Source: an optimization exercise on an open RTL-to-GDS flow (aim: small area, a short achievable clock period and few clock cycles per item). Production flows keep margins and buffers that such runs may drop. RTL that was checked went through simulation tests only; none was proved equivalent to the original. The RTL of runs 1 and 2 was laid out without a check of its function. Power is estimated from default activity; no workload was simulated.

## flow/config.mk

```make
export PLATFORM = sky130hd
export DESIGN_NAME = mxq_block
export DESIGN_NICKNAME = mxq_block
export VERILOG_FILES = /design/flow/design.v
export SDC_FILE = /design/flow/constraint.sdc
export NUM_CORES = 4
export LEC_CHECK = 0
export CAP_MARGIN = 20
export CORE_MARGIN = 2
export CORE_UTILIZATION = 40
export SLEW_MARGIN = 20
```

## flow/constraint.sdc

```tcl
create_clock -name core_clock -period 14.0 [get_ports {clk}]
set_input_delay 2.8000 -clock core_clock [delete_from_list [all_inputs] [get_ports {clk}]]
set_output_delay 2.8000 -clock core_clock [all_outputs]
set_load 0.01 [all_outputs]
```

## flow/design.v

```verilog
module mxq_block (
    input  wire         clk,
    input  wire         rst,         
    input  wire         in_valid,
    output wire         in_ready,
    input  wire [31:0]  in_data,     
    input  wire [2:0]   in_fmt,      
    input  wire         in_rmode,    
    output wire         out_valid,
    input  wire         out_ready,
    output wire [7:0]   out_scale,
    output wire [255:0] out_elems,
    output wire [5:0]   out_flush,
    output wire         out_nan
);
    localparam [2:0] FMT_FP4  = 3'd0,    
                     FMT_E2M3 = 3'd1,
                     FMT_E3M2 = 3'd2,
                     FMT_E4M3 = 3'd3,
                     FMT_E5M2 = 3'd4,
                     FMT_INT8 = 3'd5;
    localparam integer NR = 33;          
    localparam [5:0]   NRM1 = NR - 1;
    function [3:0] fmt_emax(input [2:0] f);
        case (f)
            FMT_FP4:  fmt_emax = 4'd2;
            FMT_E2M3: fmt_emax = 4'd2;
            FMT_E3M2: fmt_emax = 4'd4;
            FMT_E4M3: fmt_emax = 4'd8;
            FMT_E5M2: fmt_emax = 4'd15;
            default:  fmt_emax = 4'd0;    
        endcase
    endfunction
    function [4:0] fmt_bias(input [2:0] f);
        case (f)
            FMT_FP4:  fmt_bias = 5'd1;
            FMT_E2M3: fmt_bias = 5'd1;
            FMT_E3M2: fmt_bias = 5'd3;
            FMT_E4M3: fmt_bias = 5'd7;
            FMT_E5M2: fmt_bias = 5'd15;
            default:  fmt_bias = 5'd1;
        endcase
    endfunction
    function [2:0] fmt_m(input [2:0] f);
        case (f)
            FMT_FP4:  fmt_m = 3'd1;
            FMT_E2M3: fmt_m = 3'd3;
            FMT_E3M2: fmt_m = 3'd2;
            FMT_E4M3: fmt_m = 3'd3;
            FMT_E5M2: fmt_m = 3'd2;
            default:  fmt_m = 3'd6;
        endcase
    endfunction
    function [7:0] fmt_largest(input [2:0] f);
        case (f)
            FMT_FP4:  fmt_largest = 8'h07;
            FMT_E2M3: fmt_largest = 8'h1F;
            FMT_E3M2: fmt_largest = 8'h1F;
            FMT_E4M3: fmt_largest = 8'h7E;
            FMT_E5M2: fmt_largest = 8'h7B;
            default:  fmt_largest = 8'h7F;
        endcase
    endfunction
    function [9:0] conv_k(input [7:0] mx, input [2:0] f);
        reg [9:0] c1;        
        reg [9:0] kb0;       
        reg       big;
        reg [9:0] kb;
        begin
            case (f)
                FMT_FP4:  begin c1 = 10'd3;  kb0 = -10'd1;  end
                FMT_E2M3: begin c1 = 10'd3;  kb0 = -10'd1;  end
                FMT_E3M2: begin c1 = 10'd7;  kb0 = -10'd3;  end
                FMT_E4M3: begin c1 = 10'd15; kb0 = -10'd7;  end
                FMT_E5M2: begin c1 = 10'd30; kb0 = -10'd15; end
                default:  begin c1 = 10'd1;  kb0 = -10'd1;  end
            endcase
            big = mx > {4'd0, fmt_emax(f)};
            kb  = big ? ({2'b0, mx} - c1) : kb0;
            conv_k = {big, kb[8:0]};
        end
    endfunction
    reg  [16:0] ring [0:NR-1];
    reg  [5:0]  lbl;         
    reg  [5:0]  wl;          
    reg  [5:0]  rl;          
    reg         full;        
    reg  [4:0]  w;           
    reg         ir;          
    wire        wr = in_valid && ir;
    wire [16:0] in_red = {in_data[31], in_data[30:23], in_data[22:16],
                          |in_data[15:0]};
    integer p;
    always @(posedge clk) begin
        ring[0] <= wr ? in_red : ring[NR-1];
        for (p = 1; p < NR; p = p + 1)
            ring[p] <= ring[p-1];
    end
    reg  [7:0]  r_max;
    reg         r_nan, r_inf;
    reg  [2:0]  r_fmt;
    reg         r_rm;
    reg         fin;         
    reg         sp;          
    wire [7:0]  in_ex  = in_data[30:23];
    wire        in_max = (in_ex == 8'hFF);
    wire        in_fz  = (in_data[22:0] == 23'd0);
    wire        st_rdy = fin || sp;
    wire        in_gt  = in_ex > r_max;
    wire [7:0]  in_mx_n = in_max ? ((w == 5'd0) ? 8'd0 : r_max) :
                          (in_gt || w == 5'd0) ? in_ex : r_max;
    reg         c_act;
    reg  [4:0]  ci;          
    reg  [2:0]  c_fmt;
    reg         c_rm;
    reg         c_big, c_zero;
    reg  [8:0]  c_kb;        
    reg         c_nanblk, c_nanout;
    wire [9:0]  n_k = conv_k(r_max, r_fmt);
    wire [16:0] rd      = ring[NR-1];
    wire        rd_s    = rd[16];
    wire [7:0]  rd_ex   = rd[15:8];
    wire [7:0]  rd_sig  = {1'b1, rd[7:1]};
    wire        rd_st   = rd[0];
    wire [2:0]  s1_m    = fmt_m(c_fmt);
    wire        s1_zero = (rd_ex == 8'd0);
    wire        s1_sub  = s1_zero && ((rd[7:1] != 7'd0) || rd_st);
    wire [9:0]  s1_d    = {c_kb[8], c_kb} - {2'b0, rd_ex};   
    wire [5:0]  s1_te   = rd_ex[5:0] - c_kb[5:0];
    wire [3:0]  s1_ss   = s1_d[3:0] + (4'd8 - {1'b0, s1_m});
    wire        s1_norm = s1_d[9];
    wire        s1_sat  = (s1_d[8:4] != 5'd0) || (s1_d[3:0] > {1'b0, s1_m});
    reg  [6:0]  s1_mag;
    reg         s1_g, s1_stk;
    reg  [6:0]  sn_mag, ss_mag;
    reg         sn_g, sn_stk, ss_g, ss_stk;
    integer k;
    always @(*) begin
        case (s1_m)
            3'd1: begin
                sn_mag = {s1_te[5:0], rd_sig[6]};
                sn_g   = rd_sig[5];
                sn_stk = rd_st || (rd_sig[4:0] != 5'd0);
            end
            3'd2: begin
                sn_mag = {s1_te[4:0], rd_sig[6:5]};
                sn_g   = rd_sig[4];
                sn_stk = rd_st || (rd_sig[3:0] != 4'd0);
            end
            3'd3: begin
                sn_mag = {s1_te[3:0], rd_sig[6:4]};
                sn_g   = rd_sig[3];
                sn_stk = rd_st || (rd_sig[2:0] != 3'd0);
            end
            default: begin
                sn_mag = {s1_te[0], rd_sig[6:1]};
                sn_g   = rd_sig[0];
                sn_stk = rd_st;
            end
        endcase
        ss_mag = rd_sig >> s1_ss[3:0];
        ss_g   = (s1_ss[3:0] == 4'd0 || s1_sat) ? 1'b0 : rd_sig[s1_ss[3:0] - 4'd1];
        ss_stk = rd_st;
        for (k = 0; k < 7; k = k + 1)
            if (k + 2 <= s1_ss[3:0] && rd_sig[k])
                ss_stk = 1'b1;
        if (s1_sat)
            ss_mag = 7'd0;
        if (s1_zero) begin
            s1_mag = 7'd0;
            s1_g   = 1'b0;
            s1_stk = sn_stk;
        end else if (s1_norm) begin
            s1_mag = sn_mag;
            s1_g   = sn_g;
            s1_stk = sn_stk;
        end else begin
            s1_mag = ss_mag;
            s1_g   = ss_g;
            s1_stk = ss_stk;
        end
    end
    reg         s2_v;
    reg  [6:0]  s2_mag;
    reg         s2_g, s2_stk, s2_s, s2_zero, s2_sub;
    reg         s2_e0, s2_e1, s2_last;
    reg  [1:0]  s2_i;        
    reg         s2_shr;      
    reg         sh_q;        
    reg  [2:0]  k_fmt;
    reg         k_rm, k_nanblk;
    reg  [5:0]  k_fl;
    reg  [7:0]  xb;          
    reg         ov;
    reg  [255:8] oel;
    reg  [7:0]  xo;
    reg  [7:0]  osc;
    reg  [5:0]  ofl;
    reg         onan;
    wire        com     = s2_v && (s2_e0 || !ov);
    wire        s2_free = !s2_v || com;
    wire        iss     = c_act && (lbl == rl) && s2_free;
    wire        k_fp4   = (k_fmt == FMT_FP4);
    wire        k_fp6   = (k_fmt == FMT_E2M3) || (k_fmt == FMT_E3M2);
    wire        s2_up   = !k_rm && s2_g && (s2_stk || s2_mag[0]);
    wire [7:0]  s2_lg   = fmt_largest(k_fmt);
    wire        s2_ovf  = ({1'b0, s2_mag} > s2_lg) ||
                          ({1'b0, s2_mag} == s2_lg && s2_up);
    wire        s2_int  = (k_fmt == FMT_INT8);
    wire        s2_neg  = s2_int && s2_s;
    wire [7:0]  s2_inc  = ({1'b0, s2_mag} ^ {8{s2_neg}}) + {7'd0, s2_up ^ s2_neg};
    reg  [7:0]  s2_code;
    always @(*) begin
        if (s2_ovf)
            s2_code = s2_neg ? (8'd0 - s2_lg) : s2_lg;
        else
            s2_code = s2_inc;
        if (!s2_int) begin
            if (k_fp4)
                s2_code[3] = s2_s;
            else if (k_fp6)
                s2_code[5] = s2_s;
            else
                s2_code[7] = s2_s;
        end
        if (k_nanblk)
            s2_code = 8'd0;
    end
    wire        s2_fl   = s2_sub ||
                          (!k_nanblk && !s2_zero && (s2_mag == 7'd0) && !s2_up);
    wire [5:0]  s2_flc  = k_fl + {5'd0, s2_fl};
    reg  [5:0]  pk;          
    reg         pk_emit;
    reg  [7:0]  pk_byte;
    reg  [5:0]  pk_n;
    always @(*) begin
        pk_emit = 1'b1;
        pk_byte = s2_code;
        pk_n    = pk;
        if (k_fp4) begin
            pk_emit = s2_i[0];
            pk_byte = {s2_code[3:0], pk[3:0]};
            pk_n    = {2'b00, s2_code[3:0]};
        end else if (k_fp6) begin
            case (s2_i)
                2'd0: begin
                    pk_emit = 1'b0;
                    pk_n    = s2_code[5:0];
                end
                2'd1: begin
                    pk_byte = {s2_code[1:0], pk[5:0]};
                    pk_n    = {2'b00, s2_code[5:2]};
                end
                2'd2: begin
                    pk_byte = {s2_code[3:0], pk[3:0]};
                    pk_n    = {4'd0, s2_code[5:4]};
                end
                default: begin
                    pk_byte = {s2_code[5:0], pk[1:0]};
                end
            endcase
        end
    end
    wire        pk_first = (k_fp4 || k_fp6) ? s2_e1 : s2_e0;
    wire [255:8] oel_n;
    assign oel_n[247:8]   = oel[255:16];
    assign oel_n[255:248] = (!k_fp4 && !k_fp6) ? pk_byte : 8'd0;
    wire [255:8] oel_d;
    assign oel_d[255:192] = oel_n[255:192];
    assign oel_d[191:184] = k_fp6 ? pk_byte : oel_n[191:184];
    assign oel_d[183:136] = oel_n[183:136];
    assign oel_d[135:128] = k_fp4 ? 8'd0 : oel_n[135:128];
    assign oel_d[127:120] = k_fp4 ? pk_byte : oel_n[127:120];
    assign oel_d[119:8]   = oel_n[119:8];
    wire        c_done  = !c_act || (iss && ci == 5'd31);
    wire        c_load  = c_done && st_rdy;
    wire [5:0]  lbl_n   = (lbl == NRM1) ? 6'd0 : lbl + 6'd1;
    wire [5:0]  wl_n    = wr ? ((wl == NRM1) ? 6'd0 : wl + 6'd1) : wl;
    wire [5:0]  wl_p1   = (wl == NRM1) ? 6'd0 : wl + 6'd1;
    wire        full_n1 = full || (!iss && wl_p1 == rl);
    wire        full_n0 = full && !iss;
    wire        full_n  = wr ? full_n1 : full_n0;
    wire [4:0]  w_n     = w + {4'd0, wr};
    wire [5:0]  rl_n    = iss ? ((rl == NRM1) ? 6'd0 : rl + 6'd1) : rl;
    wire [4:0]  ci_n    = c_load ? 5'd0 : ci + {4'd0, iss};
    wire        c_act_n = c_load || (c_act && !c_done);
    wire        sp_n    = st_rdy && !c_load;
    wire        fin_n   = wr && (w == 5'd31);
    wire        s2_v_n  = s2_free ? iss : s2_v;
    wire        s2_e0_n = s2_free ? (ci == 5'd0) : s2_e0;
    wire        ov_n    = (com && s2_last) || (ov && !out_ready);
    wire        c_fp4   = (c_fmt == FMT_FP4);
    wire        c_fp6   = (c_fmt == FMT_E2M3) || (c_fmt == FMT_E3M2);
    wire        is_shr  = c_fp4 ? (ci[0] && ci != 5'd1) :
                          c_fp6 ? (ci[1:0] != 2'd0 && ci != 5'd1) :
                          (ci != 5'd0);
    wire        s2_shr_n = s2_free ? is_shr : s2_shr;
    wire        sh_n    = s2_v_n && s2_shr_n && !ov_n;
    wire        ov_c    = com && s2_last;
    wire        ip      = c_act_n && (lbl_n == rl_n);
    wire        ip_pre  = !s2_v_n || s2_e0_n;
    wire        iss_r0  = ip && (ip_pre || !(ov_c || ov));
    wire        iss_r1  = ip && (ip_pre || !ov_c);
    wire        iss_nx  = out_ready ? iss_r1 : iss_r0;
    wire        cdn     = !c_act_n || (iss_nx && ci_n == 5'd31);
    wire        base1   = (lbl_n == wl_p1) && (!full_n1 || iss_nx);
    wire        base0   = (lbl_n == wl) && (!full_n0 || iss_nx);
    wire        need1   = (w == 5'd31);
    wire        need0   = (w == 5'd0) && sp_n;
    wire        ir_n    = wr ? (base1 && (!need1 || cdn))
                             : (base0 && (!need0 || cdn));
    always @(posedge clk) begin
        if (rst) begin
            lbl   <= 6'd0;
            wl    <= 6'd0;
            rl    <= 6'd0;
            full  <= 1'b0;
            w     <= 5'd0;
            ir    <= 1'b1;
            fin   <= 1'b0;
            sp    <= 1'b0;
            c_act <= 1'b0;
            ci    <= 5'd0;
            s2_v  <= 1'b0;
            ov    <= 1'b0;
            sh_q  <= 1'b0;
        end else begin
            lbl   <= lbl_n;
            wl    <= wl_n;
            full  <= full_n;
            w     <= w_n;
            ir    <= ir_n;
            fin   <= fin_n;
            sp    <= sp_n;
            rl    <= rl_n;
            ci    <= ci_n;
            c_act <= c_act_n;
            s2_v  <= s2_v_n;
            ov    <= ov_n;
            sh_q  <= sh_n;
        end
    end
    always @(posedge clk) begin
        if (wr && w == 5'd0) begin
            r_fmt <= in_fmt;
            r_rm  <= in_rmode;
        end
        if (wr) begin
            r_max <= in_mx_n;
            r_nan <= (r_nan && w != 5'd0) || (in_max && !in_fz);
            r_inf <= (r_inf && w != 5'd0) || (in_max && in_fz);
        end
        if (c_load) begin
            c_fmt    <= r_fmt;
            c_rm     <= r_rm;
            c_big    <= n_k[9];
            c_kb     <= n_k[8:0];
            c_zero   <= (r_max == 8'd0);
            c_nanblk <= r_nan || r_inf;
            c_nanout <= r_inf && !r_nan;
        end
        if (iss && s2_free) begin
            s2_mag  <= s1_mag;
            s2_g    <= s1_g;
            s2_stk  <= s1_stk;
            s2_s    <= rd_s;
            s2_zero <= s1_zero;
            s2_sub  <= s1_sub;
            s2_e0   <= (ci == 5'd0);
            s2_e1   <= (ci == 5'd1);
            s2_i    <= ci[1:0];
            s2_shr  <= is_shr;
            s2_last <= (ci == 5'd31);
        end
        if (iss && ci == 5'd0) begin
            k_fmt    <= c_fmt;
            k_rm     <= c_rm;
            k_nanblk <= c_nanblk;
        end
        if (iss && ci == 5'd31) begin
            osc  <= c_nanblk ? 8'hFF :
                    c_zero   ? 8'h7F :
                    c_big    ? (c_kb[7:0] + {3'd0, fmt_bias(c_fmt)}) : 8'd0;
            onan <= c_nanout;
        end
        if (iss && ci == 5'd0)
            k_fl <= 6'd0;
        else if (com)
            k_fl <= s2_flc;
        if (com)
            pk <= pk_n;
        if (com && pk_emit && pk_first)
            xb <= pk_byte;
        if (sh_q)
            oel <= oel_d;
        if (com && s2_last) begin
            xo   <= xb;
            ofl  <= s2_flc;
        end
    end
    assign in_ready  = ir;
    assign out_valid = ov;
    assign out_scale = osc;
    assign out_elems = {oel, xo};
    assign out_flush = ofl;
    assign out_nan   = onan;
endmodule
```

## flow/flow/run.sh

```bash
#!/bin/bash
# Layout flow: the standard layout (standard synthesis, floorplan,
# placement, CTS, routing) with two changes:
#  * the input and output ports are buffered with sky130_fd_sc_hd__buf_2
#    instead of the delay buffer that buffer_ports picks by default (every
#    port still gets its own buffer);
#  * timing repair aims for more setup slack than the default, so that it
#    works on the paths that set the achieved period. The clock period and
#    the I/O constraints are the design's, unchanged;
#  * clock tree: larger sink clusters and no dummy loads.
set -euo pipefail
export BUFFER_PORTS_ARGS="-buffer_cell sky130_fd_sc_hd__buf_2"
export SETUP_SLACK_MARGIN=9.9
export CTS_ARGS="-sink_clustering_enable -repair_clock_nets -sink_clustering_size 24 -sink_clustering_max_diameter 100 -dont_use_dummy_load"
bash standard.sh "BUFFER_PORTS_ARGS=$BUFFER_PORTS_ARGS" "SETUP_SLACK_MARGIN=$SETUP_SLACK_MARGIN" "CTS_ARGS=$CTS_ARGS" finish > standard_flow.log 2>&1
test -f out/final.def
```

## flow/standard.sh

```bash
#!/bin/bash
# synth_recipe.tcl (not shown) runs the flow's synth.tcl, then flattens the netlist and writes it again
# the make line also repeats each setting of config.mk as NAME=value (left out here)
make -C /OpenROAD-flow-scripts/flow DESIGN_CONFIG=/design/flow/config.mk WORK_HOME=/design/flow/orfs CLKGATE_MAP_FILE= SYNTH_SCRIPT=/design/flow/synth_recipe.tcl "${@:-finish}"
```

==> results of run 1 <==
## synthesized netlist by cell type, types with 5 or more instances
cell,number,area (µm²)
o31ai_1,8,60.1
nor3_1,25,125
a31oi_1,12,75.1
mux2_2,14,158
fa_1,6,120
buf_4,219,1640
mux2i_1,10,100
or2_2,9,56.3
clkbuf_1,37,139
o21a_1,9,67.6
xnor2_1,35,307
a21oi_1,58,290
nor4_1,15,93.8
a211oi_1,6,45.0
o21ai_0,63,315
a221oi_1,6,52.6
buf_2,7,35.0
o21ai_1,16,80.1
nand4_1,17,106
nand2_1,88,330
nand3b_1,6,45.0
a21o_1,23,173
edfxtp_1,339,10200
nand2b_1,15,93.8
or2_1,5,31.3
and3_1,8,50.1
o211ai_1,7,52.6
nor2b_1,22,138
xor2_1,32,280
or3_1,17,106
o31a_1,6,52.6
dfxtp_1,603,12100
o22ai_1,7,43.8
and2_1,18,113
nor2_1,95,357
nand3_1,33,165
ha_1,66,826
inv_1,71,267
## where the power goes
group	internal (mW)	switching (mW)
combinational	0.0724	0.0960
sequential	3.00	0.0568
clock	0.587	0.779
total	3.66	0.932
## layout by cell type, fill, tap and decap left out, types with 18 or more instances in the layout
cell type,count
buf_2,311
ha_1,65
o21ai_0,61
nor2_1,93
dfxtp_1,602
xor2_1,32
inv_1,69
a21o_1,23
xnor2_1,34
a21oi_1,57
nand2_1,87
clkbuf_16,46
nand3_1,33
buf_4,29
and2_1,18
edfxtp_1,339
nor3_1,24
nor2b_1,22
## sequential cells by signal (all words and copies together) (netlist names), 6 cells and up
signal	flops
osc	8
pk	6
xb	8
wl	6
r_max	8
rl	6
k_fl	6
ring	561
s2_mag	7
ofl	6
xo	8
c_kb	9
oel	248
lbl	6
## layout make-up
class,count,area share
multi-input cells,841,0.180
repair buffers,344,0.0558
repair inverters,1,0.000230
well taps,969,0.0372
flip-flops and latches,942,0.683
clock buffers,46,0.0353
inverters,74,0.00883
## per-layer routing
layer	GRT usage	wire, µm	vias to the layer above
met5	0	13	-
met4	0.0389	1230	2
met3	0.0274	3330	83
met2	0.243	27700	457
met1	0.184	25300	7461
li1	-	-	7338
## final timing paths
path	startpoint	end	slack [ns]	depth (start not counted)
max	oel[249]	out_elems[249]	9.94	1
min	ring[1][2]	ring[2][2]	0.31	0
max reg2reg	c_kb[0]	s2_g	9.96	14
min reg2reg	ring[1][2]	ring[2][2]	0.31	0
## cells by family (layout without fill, tap and decap cells)
kind of cell    Yosys count  after routing
xor+xnor                 74             74
flops                   942            942
fa+ha+maj                72             72
compound gates          270            270
buf+inv                 343            465
mux                      28             28
simple gates            396            397
## repair_timing
item / CTS / global route
buffers inserted: 16 / 9
endpoints found under the setup margin: 57 / 40
resized for setup: 10 / 8
pin swaps: 0 / 1
gates cloned: 1 / 1
## per-stage QoR
stage / total power [mW] / instance area (µm²) / utilization / instances
3_5_place_dp: 3.29 / 31200 / 0.418 / 3144
6_report: 4.60 / 32600 / 0.437 / 3217
5_1_grt: 4.78 / 32600 / 0.437 / 3217
2_1_floorplan: 3.22 / 30200 / - / 2125
4_1_cts: 4.66 / 32500 / 0.436 / 3207
3_3_place_gp: 3.29 / 31200 / 0.418 / 3144
==> reports/qor.yml, run 1 <==
yosys.area_share.adder: 0.0313
die-area_mm2: 0.0777
port_buffers: 312
layout_setup_ws_ns: 9.94
ant_nets: 0
startpoint_type: "register"
ys_seq_area_frac: 0.737
cts-root-buf: "clkbuf_16"
vdd_drop_max_mv: 0.132
finalClockSkew_ns: 0.0465
cts.clk_slew.worst_paths_ns: 0.10
seq_area_mm2: 0.0223
place.gp.congestion: 0.840
tightest_slew_ns: 1.01
period_needed_ns: 4.06
grt_overflow: 0
vias_per_cell: 4.77
grt_max_degree: 84
synth_top_family_by_area: "buffers and inverters"
cts_hold_buf: 0
synth_ff_type: "dfxtp_1"
pin_count: 313
critPathSlowestCell: "edfxtp_1"
grt_use_total: 0.142
dr.pass1.iters: 6
slowest_delay_ns: 0.50
coreArea_mm2: 0.0746
wl_um: 57600
synth.area.mux_share: 0.0115
antenna_cells: 0
post-dp-hpwl_um: 40200
max_freq_mhz: 246
power.leakage_nw: 12.6
dieHeight_um: 279
required_ns: 11.20
post-route-drc-count: 0
antenna_found_initial: 4
rsz0062_at_grt: "true"
fill_cells: 6724
drt-initial-drc-count: 1137
pre_cts_ws_ns: 8.81
cts.path.max_buffers: 3
tritoncts: "built"
rows: 100
finalSetupViolCount: 0
crit_buf_inv: 1
yosysUniqueCellTypes: 83
area.growth.synth_to_final_pct: 7.97
synth_compound_gate_area_share: 0.0573
hold_class: "register to register"
synthArstFlopShare: 0
maxCapViolations: 0
syn_area_mm2: 0.0302
grt_pass1_wl_um: 86300
outcome: "no timing/DRC/antenna violations"
ys_ff_latch: 942
synth_nets: 2237
finalCritPeriodShare: 0.290
multi_input_area_mm2: 0.00587
yosys.area_share.simple: 0.0671
synth-edff-count: 339
synth_xor_area_frac: 0.0246
fin_tns_setup_ns: 0
die_x_um: 279
cts_max_level: 2
dr_total_vias: 15300
syn_inst: 2125
critPathTopFamily: "flip-flops"
holdWs_ns: 0.307
critPathCaptureType: "output port"
report.final.slew_viol_count: 0
path_cells: "buf_2"
grt_pass1_vias: 14700
yosys_warnings: 2
clk_latency_ns: 0.61
synth.avg_cell_area_um2: 14.2
relSlewSlack: 0.328
initial_core_util: 0.405
critPathArrivalTime_ns: 1.26
drive_gt1_frac: 0.200
crit_type: "register to output port"
p_per_area_mw_per_mm2: 141
path_max_fanout: 2
cts_buffers: 46
cts_sinks: 942
final_nets: 2362
finalHoldViolations: 0
avgRoutedWirePerCell_um: 17.9
==> run 2, diff against run 1 <==
--- a/flow/config.mk
+++ b/flow/config.mk
@@ -9,3 +9,4 @@
 export CORE_MARGIN = 2
-export CORE_UTILIZATION = 40
+export CORE_UTILIZATION = 65
+export PLACE_DENSITY = 0.75
 export SLEW_MARGIN = 20
==> run 2 against run 1 <==
Compared with the run above: combinational power hardly changed; clock skew is 0.014 ns lower; synthesized cell count stayed put; still clean; utilization is 27 points higher; critical path type unchanged; synthesized area stayed put; worst hold slack worse by 0.0071 ns; critical path depth stayed put; total power is 0.64% lower; final cell count is 12% lower; flip-flop and latch count stayed put; non-clock buffer count is 14 lower; highest routed layer unchanged; fmax is 0.49% higher.
==> reports/qor.yml, run 2 <==
p_int_mw: 3.65  # was 3.66 mW
ant_nets: 0  # unchanged
fill_cells: 3071  # was 6724
power.leakage_nw: 12.5  # was 12.6 nW
clk_latency_ns: 0.60  # was 0.61 ns
vias_per_cell: 5.43  # was 4.77
grt_pass1_vias: 14600  # was 14700
finalClockSkew_ns: 0.0321  # was 0.0465 ns
path_cells: "buf_2"  # unchanged
critPathSlowestCell: "edfxtp_1"  # unchanged
port_buffers: 312  # unchanged
die-area_mm2: 0.0482  # was 0.0777 mm²
largest_register_ffs: 561  # unchanged
grt_max_degree: 194  # was 84
grt_pass1_wl_um: 82200  # was 86300 µm
grt_overflow: 0  # unchanged
drt-initial-drc-count: 1047  # was 1137
seq_power_share: 0.672  # was 0.666
wl_um: 54700  # was 57600 µm
cts_max_level: 2  # unchanged
antenna_cells: 0  # unchanged
critPathArrivalTime_ns: 1.24  # was 1.26 ns
syn_area_mm2: 0.0302  # unchanged
place.gp.congestion: 0.886  # was 0.840
critPathCaptureType: "output port"  # unchanged
pin_count: 313  # unchanged
cp-startpoint: "oel[192]"  # was oel[249]
dieHeight_um: 220  # was 279 µm
outcome: "no timing/DRC/antenna violations"  # unchanged
syn_inst: 2125  # unchanged
crit_type: "register to output port"  # unchanged
die_x_um: 220  # was 279 µm
hold_class: "register to register"  # unchanged
finalSetupViolCount: 0  # unchanged
cts-root-buf: "clkbuf_16"  # unchanged
fin_tns_setup_ns: 0  # unchanged
initial_core_util: 0.663  # was 0.405
post-route-drc-count: 0  # unchanged
cts.clk_slew.worst_paths_ns: 0.09  # was 0.10 ns
synth_top_area_cell: "dfxtp_1"  # unchanged
dr_total_vias: 15400  # was 15300
power.share.clock: 0.292  # was 0.297
yosys_warnings: 2  # unchanged
cts_buffers: 45  # was 46
synth_area_leaders: "dfxtp_1 (40%), edfxtp_1 (34%), buf_4 (5.4%)"  # unchanged
synth_nets: 2237  # unchanged
mostFrequentLayoutCells: "dfxtp_1 (602), edfxtp_1 (339), buf_2 (312)"  # was dfxtp_1 (602), edfxtp_1 (339), buf_2 (311)
startpoint_type: "register"  # unchanged
largest-register: "ring"  # unchanged
avgRoutedWirePerCell_um: 19.3  # was 17.9 µm
period_needed_ns: 4.04  # was 4.06 ns
maxCapViolations: 0  # unchanged
final_common_cell: "dfxtp_1"  # unchanged
ys_ff_latch: 942  # unchanged
synth_most_common_cell: "dfxtp_1"  # unchanged
r2r-start: "k_fmt[1]"  # was c_kb[0]
synth_common_cells: "dfxtp_1 (603), edfxtp_1 (339), buf_4 (219)"  # unchanged
critPathTopFamily: "flip-flops"  # unchanged
p_per_area_mw_per_mm2: 143  # was 141 mW/mm²
cts_sinks: 942  # unchanged
top_regs: "ring (561), oel (248), c_kb (9)"  # unchanged
required_ns: 11.20  # about the same
final_nets: 2346  # was 2362
synthArstFlopShare: 0  # unchanged
dr.pass1.iters: 5  # was 6
tritoncts: "built"  # unchanged
path_max_fanout: 2  # unchanged
post-dp-hpwl_um: 37900  # was 40200 µm
cts_hold_buf: 0  # unchanged
tightest_slew_ns: 1.11  # was 1.01 ns
rows: 78  # was 100
finalCritPeriodShare: 0.289  # was 0.290
combPwrFrac: 0.037  # about the same
report.final.slew_viol_count: 0  # unchanged
synth.avg_cell_area_um2: 14.2  # unchanged
max_freq_mhz: 247  # was 246 MHz
area.growth.synth_to_final_pct: 6.01  # was 7.97%
synth_top_area_frac: 0.400  # unchanged
yosysUniqueCellTypes: 83  # unchanged
cts.path.max_buffers: 3  # unchanged
grt_use_total: 0.222  # was 0.142
sw_frac_of_total: 0.200  # was 0.203
ys_seq_area_frac: 0.737  # unchanged
crit_buf_inv: 1  # unchanged
finalHoldViolations: 0  # unchanged
p_sw_uw: 914  # was 932 µW
rsz0062_at_grt: "true"  # unchanged
holdWs_ns: 0.300  # was 0.307 ns
relSlewSlack: 0.257  # was 0.328
worstHoldStart: "ring[7][16]"  # was ring[1][2]
synth_ff_type: "dfxtp_1"  # unchanged
coreArea_mm2: 0.0456  # was 0.0746 mm²
vdd_drop_max_mv: 0.137  # was 0.132 mV
antenna_found_initial: 2  # was 4
synth-edff-count: 339  # unchanged
slowest_delay_ns: 0.47  # was 0.50 ns
drive_gt1_frac: 0.196  # was 0.200
[run 2: cell counts after synthesis]
Identical to the previous run, type by type.
[run 2: final timing paths]
kind | to | slack (ns) | depth (start not counted)
setup / recovery | out_elems[192] | 9.96 | 1
hold / removal | ring[8][16] | 0.30 | 0
setup reg to reg | oel[187] | 10.15 | 13
hold reg to reg | ring[8][16] | 0.30 | 0
[run 2: final cells by class]
type	count	area (µm²)	area share
Clock buffer	45	1130	0.0352
Timing Repair inverter	1	7.51	0.000235
Sequential cell	942	22300	0.695
Inverter	74	288	0.00899
Multi-Input combinational cell	840	5870	0.183
Tap cell	600	751	0.0235
Timing Repair Buffer	330	1720	0.0536
[run 2: what timing repair did]
action	4_1_cts	5_1_grt
gates cloned	1	0
setup buffers	5	7
gates resized for setup	9	7
setup endpoints to repair	36	29
pin swaps	0	0
[run 2: per-layer routing]
layer | vias to the layer above | GRT usage | wire length, µm
li1 | 7309 | - | -
met5 | - | 0 | 16
met3 | 96 | 0.0346 | 3920
met1 | 7440 | 0.308 | 23800
met4 | 2 | 0.0662 | 1310
met2 | 542 | 0.366 | 25600
[run 2: power by group through the flow]
stage / clock network, mW / registers, mW / logic [mW]
after floorplan: 0 / 3.10 / 0.128
after global placement: 0 / 3.12 / 0.159
after detailed placement: 0 / 3.13 / 0.164
after CTS: 1.37 / 3.07 / 0.167
after global routing: 1.46 / 3.09 / 0.188
final: 1.33 / 3.07 / 0.169
[run 2: cell families after synthesis]
| family | after synthesis | synth area share |
|---|---|---|
| adders and majority gates | 72 | 0.0313 |
| AOI/OAI and AO/OA | 270 | 0.0573 |
| xor gates and xnor gates | 74 | 0.0246 |
| DFF | 942 | 0.737 |
| and+or+nand+nor | 396 | 0.0671 |
| buffers and inverters | 343 | 0.0712 |
| muxes | 28 | 0.0115 |
[run 2: stage by stage]
step	power (mW)	setup slack, ns	utilization	instance area, µm²	instances
floorplan	3.22	9.91	-	30200	2125
global placement	3.28	8.87	0.674	30700	2774
detailed placement	3.29	8.83	0.674	30700	2774
CTS	4.60	9.88	0.701	31900	2825
global route	4.73	9.78	0.702	32000	2832
finish	4.57	9.96	0.702	32000	2832
==> run 3, diff against run 2 <==
--- a/flow/design.v
+++ b/flow/design.v
@@ -190,3 +190,4 @@
     reg  [2:0]  k_fmt;
-    reg         k_rm, k_nanblk;
+    reg         k_rm, k_nanblk, k_nanout;
+    reg  [7:0]  k_sc;
     reg  [5:0]  k_fl;
@@ -378,8 +379,6 @@
             k_nanblk <= c_nanblk;
-        end
-        if (iss && ci == 5'd31) begin
-            osc  <= c_nanblk ? 8'hFF :
-                    c_zero   ? 8'h7F :
-                    c_big    ? (c_kb[7:0] + {3'd0, fmt_bias(c_fmt)}) : 8'd0;
-            onan <= c_nanout;
+            k_nanout <= c_nanout;
+            k_sc     <= c_nanblk ? 8'hFF :
+                        c_zero   ? 8'h7F :
+                        c_big    ? (c_kb[7:0] + {3'd0, fmt_bias(c_fmt)}) : 8'd0;
         end
@@ -397,3 +396,5 @@
             xo   <= xb;
+            osc  <= k_sc;
             ofl  <= s2_flc;
+            onan <= k_nanout;
         end
--- a/flow/config.mk
+++ b/flow/config.mk
@@ -9,4 +9,3 @@
 export CORE_MARGIN = 2
-export CORE_UTILIZATION = 65
-export PLACE_DENSITY = 0.75
+export CORE_UTILIZATION = 40
 export SLEW_MARGIN = 20
==> run 3 against run 2 <==
Compared with the run above: still clean on timing, DRC and antenna; largest cell class unchanged; critical path type unchanged; utilization decreased by 27 points; count of clock-buffer cells in the layout increased by 1; register-to-register slack improved by 0.02 ns.
==> reports/qor.yml, run 3 <==
vias_per_cell: 4.74  # was 5.43
post-route-drc-count: 0  # unchanged
r2r_cells: 12  # was 13
power.leakage_nw: 12.7  # was 12.5 nW
grt_overflow: 0  # unchanged
syn_inst: 2138  # was 2125
area.growth.synth_to_final_pct: 7.71  # was 6.01%
synth_area_leaders: "dfxtp_1 (40%), edfxtp_1 (34%), buf_4 (5.3%)"  # was dfxtp_1 (40%), edfxtp_1 (34%), buf_4 (5.4%)
cts_buffers: 46  # was 45
critPathCaptureType: "output port"  # unchanged
antenna_found_initial: 3  # was 2
maxCapViolations: 0  # unchanged
cts_hold_buf: 0  # unchanged
crit_end: "out_elems[211]"  # was out_elems[192]
cts_sinks: 951  # was 942
clk_latency_ns: 0.60  # about the same
synth-edff-count: 348  # was 339
grt_max_degree: 184  # was 194
p_per_area_mw_per_mm2: 140  # was 143 mW/mm²
outcome: "no timing/DRC/antenna violations"  # unchanged
ys_ff_latch: 951  # was 942
synth_common_cells: "dfxtp_1 (603), edfxtp_1 (348), buf_4 (216)"  # was dfxtp_1 (603), edfxtp_1 (339), buf_4 (219)
synth.avg_cell_area_um2: 14.2  # about the same
crit_type: "register to output port"  # unchanged
grt_use_total: 0.144  # was 0.222
max_freq_mhz: 247  # about the same
relSlewSlack: 0.270  # was 0.257
final_common_cell: "dfxtp_1"  # unchanged
holdWs_ns: 0.290  # was 0.300 ns
post-dp-hpwl_um: 40700  # was 37900 µm
dr_total_vias: 15300  # was 15400
reg2reg_slack_ns: 10.17  # was 10.15 ns
tritoncts: "built"  # unchanged
cts.clk_slew.worst_paths_ns: 0.09  # about the same
finalClockSkew_ns: 0.0803  # was 0.0321 ns
yosys_warnings: 2  # unchanged
multi_input_area_mm2: 0.00575  # was 0.00587 mm²
die-area_mm2: 0.0780  # was 0.0482 mm²
rsz0062_at_grt: "true"  # unchanged
dieHeight_um: 279  # was 220 µm
final_nets: 2360  # was 2346
place.gp.congestion: 0.835  # was 0.886
layout_setup_ws_ns: 9.94  # was 9.96 ns
wl_um: 57700  # was 54700 µm
critPathArrivalTime_ns: 1.26  # was 1.24 ns
r2r-end: "oel[191]"  # was oel[187]
drt-initial-drc-count: 1045  # was 1047
cts.path.max_buffers: 3  # unchanged
finalHoldViolations: 0  # unchanged
synth_top_area_frac: 0.398  # was 0.400
rows: 100  # was 78
seq_area_mm2: 0.0225  # was 0.0223 mm²
fin_tns_setup_ns: 0  # unchanged
synth_most_common_cell: "dfxtp_1"  # unchanged
port_buffers: 312  # unchanged
synth_top_area_cell: "dfxtp_1"  # unchanged
dp_cells: 3159  # was 2774
place_area_mm2: 0.0314  # was 0.0307 mm²
period_needed_ns: 4.06  # was 4.04 ns
mostFrequentLayoutCells: "dfxtp_1 (602), edfxtp_1 (348), buf_2 (309)"  # was dfxtp_1 (602), edfxtp_1 (339), buf_2 (312)
die_x_um: 279  # was 220 µm
cts_max_level: 2  # unchanged
worstHoldStart: "ring[19][7]"  # was ring[7][16]
critPathTopFamily: "flip-flops"  # unchanged
path_max_fanout: 2  # unchanged
path_cells: "buf_2"  # unchanged
yosysUniqueCellTypes: 75  # was 83
drive_gt1_frac: 0.187  # was 0.196
instances_no_fill: 3216  # was 2832
required_ns: 11.20  # about the same
cp-startpoint: "oel[211]"  # was oel[192]
pre_cts_ws_ns: 8.93  # was 8.83 ns
fill_cells: 6763  # was 3071
initial_core_util: 0.406  # was 0.663
pin_count: 313  # unchanged
ys_seq_area_frac: 0.743  # was 0.737
synth_nets: 2250  # was 2237
hold_class: "register to register"  # unchanged
cts-root-buf: "clkbuf_16"  # unchanged
avgRoutedWirePerCell_um: 18.0  # was 19.3 µm
tightest_slew_ns: 1.10  # was 1.11 ns
critical_path_depth: 1  # unchanged
finalSetupViolCount: 0  # unchanged
dr.pass1.iters: 4  # was 5
synth_ff_type: "dfxtp_1"  # unchanged
grt_pass1_wl_um: 88200  # was 82200 µm
largest-register: "ring"  # unchanged
syn_area_mm2: 0.0303  # was 0.0302 mm²
vdd_drop_max_mv: 0.118  # was 0.137 mV
finalCritPeriodShare: 0.290  # was 0.289
coreArea_mm2: 0.0747  # was 0.0456 mm²
report.final.slew_viol_count: 0  # unchanged
critPathSlowestCell: "edfxtp_1"  # unchanged
largest_register_ffs: 561  # unchanged
slowest_delay_ns: 0.48  # was 0.47 ns
ant_nets: 0  # unchanged
top_regs: "ring (561), oel (248), c_kb (9)"  # unchanged
grt_pass1_vias: 15000  # was 14600
synthArstFlopShare: 0  # unchanged
startpoint_type: "register"  # unchanged
stdcell_area_mm2: 0.0327  # was 0.0320 mm²
crit_buf_inv: 1  # unchanged
r2r-start: "k_fmt[2]"  # was k_fmt[1]
[run 3: repair_timing]
action / in CTS / in global routing
endpoints found under the setup margin: 31 / 22
resized for setup: 8 / 6
buffers inserted: 9 / 1
cloned: 0 / 0
[run 3: worst min-delay path by stage]
stage                        to  depth (start not counted)  slack [ns]
finish              ring[20][7]                          0        0.29
global route        ring[18][1]                          0        0.28
CTS                 ring[18][1]                          0        0.29
detailed placement  ring[29][4]                          0        0.31
global placement     ring[6][7]                          0        0.31
floorplan           ring[10][0]                          0        0.31
[run 3: routing by layer]
metal	global-route usage	wire, µm
met1	0.188	25300
met3	0.0253	3130
met2	0.246	27800
met5	0	0
met4	0.0429	1500
[run 3: kinds of logic (layout without fill, tap and decap cells)]
logic type	Yosys count	after routing	share of synthesized area
buffers and inverters	342	450	0.0700
XOR/XNOR	71	71	0.0205
other	0	1	0
multiplexers	33	33	0.0122
flip-flops	951	951	0.743
AND/OR/NAND/NOR	395	395	0.0657
adder cells (fa/ha/maj)	73	73	0.0315
AO/OA/AOI/OAI	273	273	0.0575
[run 3: through the flow]
| stage | util | power (mW) |
|---|---|---|
| 3_5_place_dp | 0.420 | 3.28 |
| 3_3_place_gp | 0.420 | 3.28 |
| 6_report | 0.437 | 4.58 |
| 5_1_grt | 0.437 | 4.77 |
| 4_1_cts | 0.437 | 4.65 |
| 2_1_floorplan | - | 3.22 |
[run 3: power breakdown]
part / total, mW / internal (mW) / switching (mW)
registers: 3.07 / 3.02 / 0.0521
clock network: 1.36 / 0.587 / 0.775
logic: 0.150 / 0.0653 / 0.0847
[run 3: cell type report]
| type | count | share of cell area |
|---|---|---|
| Sequential cell | 951 | 0.690 |
| Multi-Input combinational cell | 845 | 0.176 |
| Timing Repair Buffer | 332 | 0.0536 |
| Tap cell | 969 | 0.0371 |
| Clock buffer | 46 | 0.0352 |
| Inverter | 72 | 0.00843 |
| Antenna cell | 1 | 0.0000766 |
Testbench counts of run 3, summed over its fixed seeds: cycles 16,664, items 512.
==> run 4, diff against run 3 <==
--- a/flow/design.v
+++ b/flow/design.v
@@ -190,6 +190,4 @@
     reg  [2:0]  k_fmt;
-    reg         k_rm, k_nanblk, k_nanout;
-    reg  [7:0]  k_sc;
-    reg  [5:0]  k_fl;
-    reg  [7:0]  xb;          
+    reg         k_rm, k_nanblk;
+    reg         f0;          
     reg         ov;
@@ -231,7 +229,7 @@
                           (!k_nanblk && !s2_zero && (s2_mag == 7'd0) && !s2_up);
-    wire [5:0]  s2_flc  = k_fl + {5'd0, s2_fl};
-    reg  [5:0]  pk;          
+    wire [5:0]  s2_flc  = (s2_e1 ? {5'd0, f0} : ofl) + {5'd0, s2_fl};
+    reg  [7:0]  pk;          
     reg         pk_emit;
     reg  [7:0]  pk_byte;
-    reg  [5:0]  pk_n;
+    reg  [7:0]  pk_n;
     always @(*) begin
@@ -239,3 +237,3 @@
         pk_byte = s2_code;
-        pk_n    = pk;
+        pk_n    = s2_code;       
         if (k_fp4) begin
@@ -243,3 +241,3 @@
             pk_byte = {s2_code[3:0], pk[3:0]};
-            pk_n    = {2'b00, s2_code[3:0]};
+            pk_n    = {4'd0, s2_code[3:0]};
         end else if (k_fp6) begin
@@ -248,3 +246,3 @@
                     pk_emit = 1'b0;
-                    pk_n    = s2_code[5:0];
+                    pk_n    = {2'b00, s2_code[5:0]};
                 end
@@ -252,3 +250,3 @@
                     pk_byte = {s2_code[1:0], pk[5:0]};
-                    pk_n    = {2'b00, s2_code[5:2]};
+                    pk_n    = {4'd0, s2_code[5:2]};
                 end
@@ -256,3 +254,3 @@
                     pk_byte = {s2_code[3:0], pk[3:0]};
-                    pk_n    = {4'd0, s2_code[5:4]};
+                    pk_n    = {6'd0, s2_code[5:4]};
                 end
@@ -260,2 +258,3 @@
                     pk_byte = {s2_code[5:0], pk[1:0]};
+                    pk_n    = pk;
                 end
@@ -264,3 +263,3 @@
     end
-    wire        pk_first = (k_fp4 || k_fp6) ? s2_e1 : s2_e0;
+    wire [7:0]  byte0    = (k_fp4 || k_fp6) ? pk_byte : pk;
     wire [255:8] oel_n;
@@ -379,23 +378,19 @@
             k_nanblk <= c_nanblk;
-            k_nanout <= c_nanout;
-            k_sc     <= c_nanblk ? 8'hFF :
-                        c_zero   ? 8'h7F :
-                        c_big    ? (c_kb[7:0] + {3'd0, fmt_bias(c_fmt)}) : 8'd0;
-        end
-        if (iss && ci == 5'd0)
-            k_fl <= 6'd0;
-        else if (com)
-            k_fl <= s2_flc;
+        end
+        if (iss && ci == 5'd31) begin
+            osc  <= c_nanblk ? 8'hFF :
+                    c_zero   ? 8'h7F :
+                    c_big    ? (c_kb[7:0] + {3'd0, fmt_bias(c_fmt)}) : 8'd0;
+            onan <= c_nanout;
+        end
+        if (com && s2_e0)
+            f0 <= s2_fl;
+        if (com && !s2_e0)
+            ofl <= s2_flc;
         if (com)
             pk <= pk_n;
-        if (com && pk_emit && pk_first)
-            xb <= pk_byte;
+        if (com && s2_e1)
+            xo <= byte0;
         if (sh_q)
             oel <= oel_d;
-        if (com && s2_last) begin
-            xo   <= xb;
-            osc  <= k_sc;
-            ofl  <= s2_flc;
-            onan <= k_nanout;
-        end
     end
--- a/flow/config.mk
+++ b/flow/config.mk
@@ -9,3 +9,4 @@
 export CORE_MARGIN = 2
-export CORE_UTILIZATION = 40
+export CORE_UTILIZATION = 75
+export PLACE_DENSITY = 0.85
 export SLEW_MARGIN = 20
==> run 4 against run 3 <==
Compared with the run above: final area shrank 3.9%; global-route usage grew 13 points; sequential power up 2%; total power rose by 1.6%; worst setup slack got worse by 0.021 ns; critical endpoint is now out_elems[168]; die area is 47% lower; synthesized cell count decreased by 2.0%; clock power shrank 3%; register-to-register slack got worse by 0.12 ns.
==> reports/qor.yml, run 4 <==
fill_cells: 2052  # was 6763
power.leakage_nw: 12.5  # was 12.7 nW
place.gp.congestion: 0.860  # was 0.835
cts_hold_buf: 0  # unchanged
path_cells: "buf_2"  # unchanged
startpoint_type: "register"  # unchanged
maxCapViolations: 0  # unchanged
top_regs: "ring (561), oel (248), c_kb (9)"  # unchanged
synth_top_area_cell: "dfxtp_1"  # unchanged
relSlewSlack: 0.282  # was 0.270
cts_sinks: 931  # was 951
ant_nets: 0  # unchanged
area.growth.synth_to_final_pct: 6.05  # was 7.71%
clk_latency_ns: 0.59  # was 0.60 ns
largest-register: "ring"  # unchanged
grt_pass1_vias: 15200  # was 15000
syn_area_mm2: 0.0296  # was 0.0303 mm²
drive_gt1_frac: 0.191  # was 0.187
outcome: "no timing/DRC/antenna violations"  # unchanged
drt-initial-drc-count: 1407  # was 1045
synth_area_leaders: "dfxtp_1 (40%), edfxtp_1 (34%), buf_4 (5.5%)"  # was dfxtp_1 (40%), edfxtp_1 (34%), buf_4 (5.3%)
slowest_delay_ns: 0.50  # was 0.48 ns
critPathSlowestCell: "edfxtp_1"  # unchanged
hold_class: "register to register"  # unchanged
dieHeight_um: 203  # was 279 µm
antenna_cells: 0  # was 1
vdd_drop_max_mv: 0.147  # was 0.118 mV
period_needed_ns: 4.08  # was 4.06 ns
final_nets: 2327  # was 2360
cts.path.max_buffers: 3  # unchanged
post-route-util: 0.809  # was 0.437
pin_count: 313  # unchanged
cts_buffers: 44  # was 46
synth_common_cells: "dfxtp_1 (597), edfxtp_1 (334), buf_4 (217)"  # was dfxtp_1 (603), edfxtp_1 (348), buf_4 (216)
cts_max_level: 2  # unchanged
initial_core_util: 0.763  # was 0.406
die-area_mm2: 0.0411  # was 0.0780 mm²
dr.pass1.iters: 6  # was 4
yosysUniqueCellTypes: 75  # unchanged
finalSetupViolCount: 0  # unchanged
mostFrequentLayoutCells: "dfxtp_1 (596), edfxtp_1 (334), buf_2 (310)"  # was dfxtp_1 (602), edfxtp_1 (348), buf_2 (309)
required_ns: 11.20  # about the same
tightest_slew_ns: 1.07  # was 1.10 ns
synth_nets: 2208  # was 2250
wl_um: 57900  # was 57700 µm
synth_most_common_cell: "dfxtp_1"  # unchanged
finalHoldViolations: 0  # unchanged
p_per_area_mw_per_mm2: 148  # was 140 mW/mm²
rows: 72  # was 100
largest_register_ffs: 561  # unchanged
seq_area_mm2: 0.0220  # was 0.0225 mm²
post-route-drc-count: 0  # unchanged
critPathTopFamily: "flip-flops"  # unchanged
rsz0062_at_grt: "true"  # unchanged
avgRoutedWirePerCell_um: 21.2  # was 18.0 µm
yosys_warnings: 2  # unchanged
tritoncts: "built"  # unchanged
grt_max_degree: 97  # was 184
multi_input_area_mm2: 0.00563  # was 0.00575 mm²
synth.avg_cell_area_um2: 14.1  # was 14.2 µm²
port_buffers: 312  # unchanged
dr_total_vias: 15700  # was 15300
grt_use_total: 0.279  # was 0.144
cts.clk_slew.worst_paths_ns: 0.10  # was 0.09 ns
path_max_fanout: 2  # unchanged
synth_ff_type: "dfxtp_1"  # unchanged
synth-edff-count: 334  # was 348
synthArstFlopShare: 0  # unchanged
post-dp-hpwl_um: 38100  # was 40700 µm
crit_buf_inv: 1  # unchanged
crit_type: "register to output port"  # unchanged
finalClockSkew_ns: 0.0336  # was 0.0803 ns
fin_tns_setup_ns: 0  # unchanged
max_freq_mhz: 245  # was 247 MHz
cts-root-buf: "clkbuf_16"  # unchanged
ys_ff_latch: 931  # was 951
critPathCaptureType: "output port"  # unchanged
finalCritPeriodShare: 0.291  # was 0.290
grt_pass1_wl_um: 88100  # was 88200 µm
grt_overflow: 0  # unchanged
antenna_found_initial: 0  # was 3
die_x_um: 203  # was 279 µm
synth_top_area_frac: 0.404  # was 0.398
coreArea_mm2: 0.0388  # was 0.0747 mm²
final_common_cell: "dfxtp_1"  # unchanged
ys_seq_area_frac: 0.742  # was 0.743
critPathArrivalTime_ns: 1.28  # was 1.26 ns
report.final.slew_viol_count: 0  # unchanged
vias_per_cell: 5.76  # was 4.74
syn_inst: 2096  # was 2138
-- run 4: per-stage QoR --
step                      worst slack [ns]  area (µm²)  instances  hold slack [ns]  power (mW)
after floorplan                       9.82       29700       2096            0.310        3.29
after global placement                8.88       30100       2667            0.310        3.35
after detailed placement              8.75       30100       2667            0.312        3.38
after CTS                             9.81       31200       2715            0.318        4.67
after global routing                  9.82       31400       2731            0.327        4.80
final                                 9.92       31400       2731            0.313        4.66
-- run 4: path summary, 6_finish.rpt --
kind / slack (ns) / startpoint / end / cells past startpoint
max: 9.92 / oel[168] / out_elems[168] / 1
min: 0.31 / ring[4][1] / ring[5][1] / 0
max reg2reg: 10.05 / c_kb[0] / s2_g / 13
min reg2reg: 0.31 / ring[4][1] / ring[5][1] / 0
-- run 4: routing by layer --
metal | vias up | GRT usage | wire, µm
met5 | - | 0 | 0
met4 | 0 | 0.104 | 1990
met3 | 147 | 0.0462 | 4320
met1 | 7584 | 0.359 | 22900
met2 | 787 | 0.481 | 28800
li1 | 7223 | - | -
-- run 4: layout make-up --
cell class,instances,share of cell area
clock buffers,44,0.0351
well taps,518,0.0206
inverters,73,0.00897
repair inverters,1,0.000159
repair buffers,335,0.0556
multi-input cells,829,0.179
flip-flops and latches,931,0.700
-- run 4: report_power, final --
group          internal, mW  switching, mW
sequential             3.03         0.0865
clock                 0.564          0.757
combinational        0.0873          0.127
total                  3.68          0.970
-- run 4: what timing repair did --
item,CTS,global route
gates resized for setup,10,11
buffers inserted,3,15
pin swaps,0,2
gates cloned,1,1
setup endpoints to repair,47,22
-- run 4: kinds of logic after synthesis --
group,share of synthesized area
and+or+nand+nor,0.0685
AOI/OAI and AO/OA,0.0568
muxes,0.00925
xor gates and xnor gates,0.0204
DFF,0.742
buffers and inverters,0.0707
adders and majority gates,0.0319
Testbench counts of run 4, summed over its fixed seeds: cycles 16,664, items 512.
==> run 5, diff against run 4 <==
--- a/flow/config.mk
+++ b/flow/config.mk
@@ -9,4 +9,4 @@
 export CORE_MARGIN = 2
-export CORE_UTILIZATION = 75
-export PLACE_DENSITY = 0.85
+export CORE_UTILIZATION = 65
+export PLACE_DENSITY = 0.75
 export SLEW_MARGIN = 20
==> run 5 against run 4 <==
Compared with the run above: non-clock buffer count down 5; worst hold slack better by 0.0019 ns; utilization down 11 points; critical path depth unchanged; critical path type unchanged; largest cell class unchanged; via count down 3.9%; final cell count up 2.9%; final area up 0.15%; synthesized area unchanged; register-to-register slack better by 0.03 ns; still clean on timing, DRC and antenna; global-route usage down 6.5 points.
==> reports/qor.yml, run 5 <==
stdcell_area_mm2: 0.0314  # about the same
outcome: "no timing/DRC/antenna violations"  # unchanged
critPathCaptureType: "output port"  # unchanged
drive_gt1_frac: 0.188  # was 0.191
wl_um: 52000  # was 57900 µm
r2r-end: "s2_g"  # unchanged
grt_max_degree: 92  # was 97
sw_frac_of_total: 0.202  # was 0.208
synth_top_area_cell: "dfxtp_1"  # unchanged
post-route-util: 0.696  # was 0.809
max_freq_mhz: 246  # was 245 MHz
place.gp.congestion: 0.871  # was 0.860
dr.pass1.iters: 5  # was 6
path_max_fanout: 2  # unchanged
p_int_mw: 3.68  # about the same
crit_type: "register to output port"  # unchanged
grt_pass1_vias: 14300  # was 15200
cts.path.max_buffers: 3  # unchanged
port_buffers: 312  # unchanged
grtUsageMet3: 0.0377  # was 0.0462
power.share.clock: 0.283  # was 0.284
cts_sinks: 931  # unchanged
synth_common_cells: "dfxtp_1 (597), edfxtp_1 (334), buf_4 (217)"  # unchanged
initial_core_util: 0.655  # was 0.763
tightest_slew_ns: 1.08  # was 1.07 ns
drt-initial-drc-count: 1101  # was 1407
crit_buf_inv: 1  # unchanged
ys_ff_latch: 931  # unchanged
tritoncts: "built"  # unchanged
min_to: "ring[8][13]"  # was ring[5][1]
ant_nets: 0  # unchanged
critPathArrivalTime_ns: 1.26  # was 1.28 ns
cts.clk_slew.worst_paths_ns: 0.09  # was 0.10 ns
pin_count: 313  # unchanged
p_per_area_mw_per_mm2: 147  # was 148 mW/mm²
coreArea_mm2: 0.0452  # was 0.0388 mm²
path_cells: "buf_2"  # unchanged
relSlewSlack: 0.277  # was 0.282
final_nets: 2323  # was 2327
grt_use_total: 0.214  # was 0.279
period_needed_ns: 4.06  # was 4.08 ns
vdd_drop_max_mv: 0.132  # was 0.147 mV
finalClockSkew_ns: 0.0167  # was 0.0336 ns
rsz0062_at_grt: "true"  # unchanged
area.growth.synth_to_final_pct: 6.21  # was 6.05%
ys_seq_area_frac: 0.742  # unchanged
synth_area_leaders: "dfxtp_1 (40%), edfxtp_1 (34%), buf_4 (5.5%)"  # unchanged
reg2reg_slack_ns: 10.08  # was 10.05 ns
top_regs: "ring (561), oel (248), c_kb (9)"  # unchanged
hold_depth: 0  # unchanged
grt_pass1_wl_um: 79300  # was 88100 µm
mostFrequentLayoutCells: "dfxtp_1 (596), edfxtp_1 (334), buf_2 (311)"  # was dfxtp_1 (596), edfxtp_1 (334), buf_2 (310)
r2r-start: "c_kb[0]"  # unchanged
grt_use_met2: 0.355  # was 0.481
grt_overflow: 0  # unchanged
post-route-drc-count: 0  # unchanged
fin_tns_setup_ns: 0  # unchanged
holdWs_ns: 0.315  # was 0.313 ns
maxCapViolations: 0  # unchanged
syn_inst: 2096  # unchanged
synth_ff_type: "dfxtp_1"  # unchanged
clk_latency_ns: 0.58  # was 0.59 ns
finalSetupViolCount: 0  # unchanged
synth_most_common_cell: "dfxtp_1"  # unchanged
synth_top_area_frac: 0.404  # unchanged
critPathTopFamily: "flip-flops"  # unchanged
report.final.slew_viol_count: 0  # unchanged
p_sw_uw: 933  # was 970 µW
yosysUniqueCellTypes: 75  # unchanged
antenna_cells: 0  # unchanged
final_common_cell: "dfxtp_1"  # unchanged
finalCritPeriodShare: 0.290  # was 0.291
avgRoutedWirePerCell_um: 18.5  # was 21.2 µm
place_area_mm2: 0.0302  # was 0.0301 mm²
dieHeight_um: 217  # was 203 µm
rows: 78  # was 72
synth-edff-count: 334  # unchanged
use_met1: 0.300  # was 0.359
seq_power_share: 0.674  # was 0.670
finalHoldViolations: 0  # unchanged
required_ns: 11.20  # about the same
vias_per_cell: 5.38  # was 5.76
syn_area_mm2: 0.0296  # unchanged
grt_busiest_layer: "met2"  # unchanged
synth.avg_cell_area_um2: 14.1  # unchanged
r2r_cells: 13  # unchanged
layout_setup_ws_ns: 9.94  # was 9.92 ns
slowest_delay_ns: 0.49  # was 0.50 ns
largest_register_ffs: 561  # unchanged
power.leakage_nw: 12.4  # was 12.5 nW
cts_hold_buf: 0  # unchanged
worstHoldStart: "ring[7][13]"  # was ring[4][1]
critPathSlowestCell: "edfxtp_1"  # unchanged
die_x_um: 217  # was 203 µm
yosys_warnings: 2  # unchanged
dr_total_vias: 15100  # was 15700
combPwrFrac: 0.044  # was 0.046
largest-register: "ring"  # unchanged
die-area_mm2: 0.0473  # was 0.0411 mm²
post-dp-hpwl_um: 35700  # was 38100 µm
synthArstFlopShare: 0  # unchanged
cts_max_level: 2  # unchanged
startpoint_type: "register"  # unchanged
antenna_found_initial: 0  # unchanged
hold_class: "register to register"  # unchanged
synth_nets: 2208  # unchanged
cts_buffers: 44  # unchanged
pre_cts_ws_ns: 8.71  # was 8.75 ns
cts-root-buf: "clkbuf_16"  # unchanged
==> run 5: changes by cell type in the layout (fill, tap and decap cells not counted), sizes merged <==
| cell | before | now |
|---|---|---|
| buf | 334 | 329 |
| clkinvlp | 3 | 5 |
| inv | 71 | 70 |
==> run 5: how the worst max path moves through the flow <==
stage,from,end,depth (start not counted)
floorplan,in_data[24],r_max[0],9
global placement,k_fmt[0],xo[6],12
detailed placement,k_fmt[0],xo[6],12
CTS,oel[124],out_elems[124],1
global route,c_kb[0],s2_g,13
finish,oel[124],out_elems[124],1
==> run 5: per-stage QoR <==
stage / instances / power (mW)
after global placement: 2747 / 3.35
final: 2809 / 4.61
after CTS: 2797 / 4.66
after global routing: 2809 / 4.79
after detailed placement: 2747 / 3.37
after floorplan: 2096 / 3.29
==> run 5: final cells by class <==
type	instances	area, µm²
Sequential cell	931	22000
Timing Repair inverter	2	10.0
Inverter	73	285
Timing Repair Buffer	330	1700
Tap cell	600	751
Multi-Input combinational cell	829	5620
Clock buffer	44	1100
Fill cell	3096	13700
==> run 5: power groups by stage <==
stage               Combinational [mW]  Sequential [mW]  Clock, mW
floorplan                        0.154             3.13          0
global placement                 0.191             3.16          0
detailed placement               0.196             3.17          0
CTS                              0.198             3.11       1.35
global route                     0.227             3.13       1.43
finish                           0.201             3.11       1.30
==> run 5: metal layers <==
metal / vias to the layer above / share of wire
li1: 7231 / -
met1: 7354 / 0.44
met2: 477 / 0.48
met3: 58 / 0.064
met4: 0 / 0.015
met5: - / 0
==> run 5: cell families (layout without fill, tap and decap cells) <==
family	Yosys count	count (layout)	share of synthesized area
fa+ha+maj	72	72	0.0319
mux	24	24	0.00925
compound gates	255	255	0.0568
buf+inv	337	449	0.0707
xor+xnor	69	69	0.0204
flops	931	931	0.742
simple gates	408	409	0.0685
==> run 5: what timing repair did <==
action	CTS	global route
setup endpoints to repair	47	19
buffers inserted	5	10
cloned	1	2
gates resized for setup	10	6
pin swaps	0	1
hold endpoints to repair	0	0
==> run 6, diff against run 5 <==
--- a/flow/flow/run.sh
+++ b/flow/flow/run.sh
@@ -3,3 +3,3 @@
 # placement, CTS, routing) with two changes:
-#  * the input and output ports are buffered with sky130_fd_sc_hd__buf_2
+#  * the input and output ports are buffered with sky130_fd_sc_hd__buf_1
 #    instead of the delay buffer that buffer_ports picks by default (every
@@ -11,3 +11,3 @@
 set -euo pipefail
-export BUFFER_PORTS_ARGS="-buffer_cell sky130_fd_sc_hd__buf_2"
+export BUFFER_PORTS_ARGS="-buffer_cell sky130_fd_sc_hd__buf_1"
 export SETUP_SLACK_MARGIN=9.9
==> run 6 against run 5 <==
Compared with the run above: register-to-register slack gained 0.06 ns; synthesized area did not move; still clean on timing, DRC and antenna; largest power group unchanged; global-route usage hardly changed; worst hold slack better by 0.0081 ns; critical endpoint unchanged; non-clock buffer count stayed put; final area shrank 1.1%; combinational power about the same.
==> reports/qor.yml, run 6 <==
cp-startpoint: "oel[124]"  # unchanged
crit_buf_inv: 1  # unchanged
required_ns: 11.20  # about the same
slowest_delay_ns: 0.50  # was 0.49 ns
final_common_cell: "dfxtp_1"  # unchanged
largest-register: "ring"  # unchanged
pre_cts_ws_ns: 8.69  # was 8.71 ns
layout_setup_ws_ns: 9.94  # about the same
crit_type: "register to output port"  # unchanged
cts.clk_slew.worst_paths_ns: 0.09  # about the same
seq_power_share: 0.673  # was 0.674
power.share.clock: 0.283  # about the same
grt_pass1_wl_um: 78700  # was 79300 µm
synth_common_cells: "dfxtp_1 (597), edfxtp_1 (334), buf_4 (217)"  # unchanged
cts_sinks: 931  # unchanged
relSlewSlack: 0.328  # was 0.277
grt_use_total: 0.214  # about the same
yosys.area_share.adder: 0.0319  # unchanged
synth_area_leaders: "dfxtp_1 (40%), edfxtp_1 (34%), buf_4 (5.5%)"  # unchanged
synth_top_area_frac: 0.404  # unchanged
multi_input_area_mm2: 0.00565  # was 0.00562 mm²
final_nets: 2323  # unchanged
cts.path.max_buffers: 3  # unchanged
stdcell_area_mm2: 0.0311  # was 0.0314 mm²
tightest_slew_ns: 1.01  # was 1.08 ns
rows: 78  # unchanged
critPathSlowestCell: "edfxtp_1"  # unchanged
path_cells: "clkbuf_2"  # was buf_2
synth_ff_type: "dfxtp_1"  # unchanged
grt_overflow: 0  # unchanged
clk_latency_ns: 0.59  # was 0.58 ns
synth_most_common_cell: "dfxtp_1"  # unchanged
antenna_found_initial: 0  # unchanged
yosysUniqueCellTypes: 75  # unchanged
critPathCaptureType: "output port"  # unchanged
routed-wl-met3_um: 3650  # was 3340 µm
synth-edff-count: 334  # unchanged
fin_tns_setup_ns: 0  # unchanged
drt-met1-wl_um: 22900  # was 23000 µm
yosys_warnings: 2  # unchanged
largest_register_ffs: 561  # unchanged
post-route-drc-count: 0  # unchanged
outcome: "no timing/DRC/antenna violations"  # unchanged
vdd_drop_max_mv: 0.141  # was 0.132 mV
die_x_um: 217  # unchanged
p_int_mw: 3.68  # about the same
startpoint_type: "register"  # unchanged
synth_compound_gate_area_share: 0.0568  # unchanged
die-area_mm2: 0.0473  # unchanged
antenna_cells: 0  # unchanged
hold_class: "register to register"  # unchanged
synth_top_family_by_area: "buffers and inverters"  # unchanged
drt-initial-drc-count: 1045  # was 1101
cts_buffers: 44  # unchanged
pin_count: 313  # unchanged
dr_total_vias: 15100  # about the same
tritoncts: "built"  # unchanged
max_freq_mhz: 246  # about the same
ys_seq_area_frac: 0.742  # unchanged
rsz0062_at_grt: "true"  # unchanged
total_power_mw: 4.62  # was 4.61 mW
worstHoldStart: "ring[22][11]"  # was ring[7][13]
critPathArrivalTime_ns: 1.26  # about the same
power.leakage_nw: 11.6  # was 12.4 nW
post-dp-hpwl_um: 35600  # was 35700 µm
synth.avg_cell_area_um2: 14.1  # unchanged
vias_per_cell: 5.37  # was 5.38
path_max_fanout: 2  # unchanged
fill_cells: 3165  # was 3096
yosys.area_share.simple: 0.0685  # unchanged
synth.area.mux_share: 0.00925  # unchanged
grt_max_degree: 92  # unchanged
drive_gt1_frac: 0.0498  # was 0.188
place_area_mm2: 0.0298  # was 0.0302 mm²
finalSetupViolCount: 0  # unchanged
place.gp.congestion: 0.869  # was 0.871
ys_ff_latch: 931  # unchanged
maxCapViolations: 0  # unchanged
synth_nets: 2208  # unchanged
p_per_area_mw_per_mm2: 148  # was 147 mW/mm²
port_buffers: 312  # unchanged
p_sw_uw: 937  # was 933 µW
finalHoldViolations: 0  # unchanged
holdWs_ns: 0.323  # was 0.315 ns
ant_nets: 0  # unchanged
seq_area_mm2: 0.0220  # unchanged
top_regs: "ring (561), oel (248), c_kb (9)"  # unchanged
initial_core_util: 0.655  # unchanged
syn_area_mm2: 0.0296  # unchanged
critPathTopFamily: "flip-flops"  # unchanged
cts_max_level: 2  # unchanged
finalCritPeriodShare: 0.290  # about the same
area.growth.synth_to_final_pct: 5.07  # was 6.21%
top_layer: "met4"  # unchanged
dieHeight_um: 217  # unchanged
synthArstFlopShare: 0  # unchanged
finalClockSkew_ns: 0.0195  # was 0.0167 ns
wl_um: 51900  # was 52000 µm
wl_met2_um: 24600  # was 24800 µm
dr.pass1.iters: 5  # unchanged
sw_frac_of_total: 0.203  # was 0.202
synth_top_area_cell: "dfxtp_1"  # unchanged
cts-root-buf: "clkbuf_16"  # unchanged
grt_pass1_vias: 14200  # was 14300
avgRoutedWirePerCell_um: 18.5  # about the same
syn_inst: 2096  # unchanged
combPwrFrac: 0.044  # about the same
mostFrequentLayoutCells: "dfxtp_1 (596), edfxtp_1 (334), buf_1 (310)"  # was dfxtp_1 (596), edfxtp_1 (334), buf_2 (311)
report.final.slew_viol_count: 0  # unchanged
synth_xor_area_frac: 0.0204  # unchanged
r2r-start: "k_fmt[0]"  # was c_kb[0]
period_needed_ns: 4.06  # about the same
coreArea_mm2: 0.0452  # unchanged
-- run 6: power groups by stage --
stage	combinational, mW	sequential (mW)	clock [mW]
after floorplan	0.154	3.13	0
after global placement	0.189	3.16	0
after detailed placement	0.194	3.17	0
after CTS	0.196	3.11	1.35
after global routing	0.227	3.13	1.44
final	0.201	3.11	1.31
-- run 6: logic make-up after synthesis --
kind of cell             Yosys count
flip-flops                       931
XOR/XNOR                          69
multiplexers                      24
AO/OA/AOI/OAI                    255
AND/OR/NAND/NOR                  408
adder cells (fa/ha/maj)           72
buffers and inverters            337
-- run 6: stage by stage --
| stage | cells | util |
|---|---|---|
| 4_1_cts | 2797 | 0.685 |
| 2_1_floorplan | 2096 | - |
| 3_5_place_dp | 2749 | 0.659 |
| 3_3_place_gp | 2749 | 0.659 |
| 6_report | 2809 | 0.688 |
| 5_1_grt | 2809 | 0.688 |
-- run 6: cell type report --
| type | count | share of cell area |
|---|---|---|
| well taps | 600 | 0.0241 |
| inverters | 73 | 0.00917 |
| repair inverters | 2 | 0.000322 |
| repair buffers | 330 | 0.0427 |
| multi-input cells | 829 | 0.182 |
| clock buffers | 44 | 0.0354 |
| flip-flops and latches | 931 | 0.707 |
-- run 6: repair_timing --
| action | CTS | global route |
|---|---|---|
| resized for setup | 10 | 12 |
| endpoints found under the setup margin | 45 | 21 |
| gates cloned | 1 | 2 |
| hold buffers | 0 | 0 |
| buffers inserted | 3 | 9 |
| pin swaps | 0 | 1 |
-- run 6: metal layers --
metal / vias to the layer above / track usage
met3: 54 / 0.0427
li1: 7226 / -
met5: - / 0
met4: 0 / 0.0454
met1: 7266 / 0.297
met2: 533 / 0.354
-- run 6: path summary, 6_finish.rpt --
kind	slack [ns]	to	cells after the start
worst max-delay path	9.94	out_elems[124]	1
worst max register to register	10.14	xo[6]	12
worst min register to register	0.32	ring[23][11]	0
worst min-delay path	0.32	ring[23][11]	0

## re-timing with driven ports
The flow's constraints put no driver on any port. The routed layouts listed below were extracted and timed again, unchanged, in two steps. Step 1, drivers: a clkbuf_16 drives clk and a buf_2 each remaining input, both assumed. Step 2 adds t to the input delays and takes it off the output delays; t is the mean of the earliest and latest rising clock arrival at the registers after step 1. Input paths then give back, and output paths get back, about the clock's delay inside the block. Three values: ideal ports, drivers, drivers and shift; two values: the first two.
run	shift t [ns]	setup WS [ns]	worst hold slack (ns)	worst setup path after step 2	worst slew at a driven data input, ns
run 1	0.641	9.936 / 9.877 / 9.546	0.307 / 0.307 / 0.307	input to register	0.08
run 2	0.633	9.956 / 9.899 / 9.584	0.300 / 0.300 / 0.300	input to register	0.07
run 3	0.625	9.944 / 9.885 / 9.443	0.290 / 0.290 / 0.290	input to register	0.08
run 4	0.633	9.923 / 9.867 / 9.389	0.313 / 0.313 / 0.313	input to register	0.04
run 5	0.625	9.941 / 9.890 / 9.496	0.315 / 0.315 / 0.315	input to register	0.03
run 6	0.636	9.935 / 9.880 / 9.445	0.323 / 0.323 / 0.323	input to register	0.03
After both steps setup and hold are still met in every run listed. For run 4, which loses most, drivers alone change the setup slack by -0.056 ns; drivers and shift together by -0.534 ns.
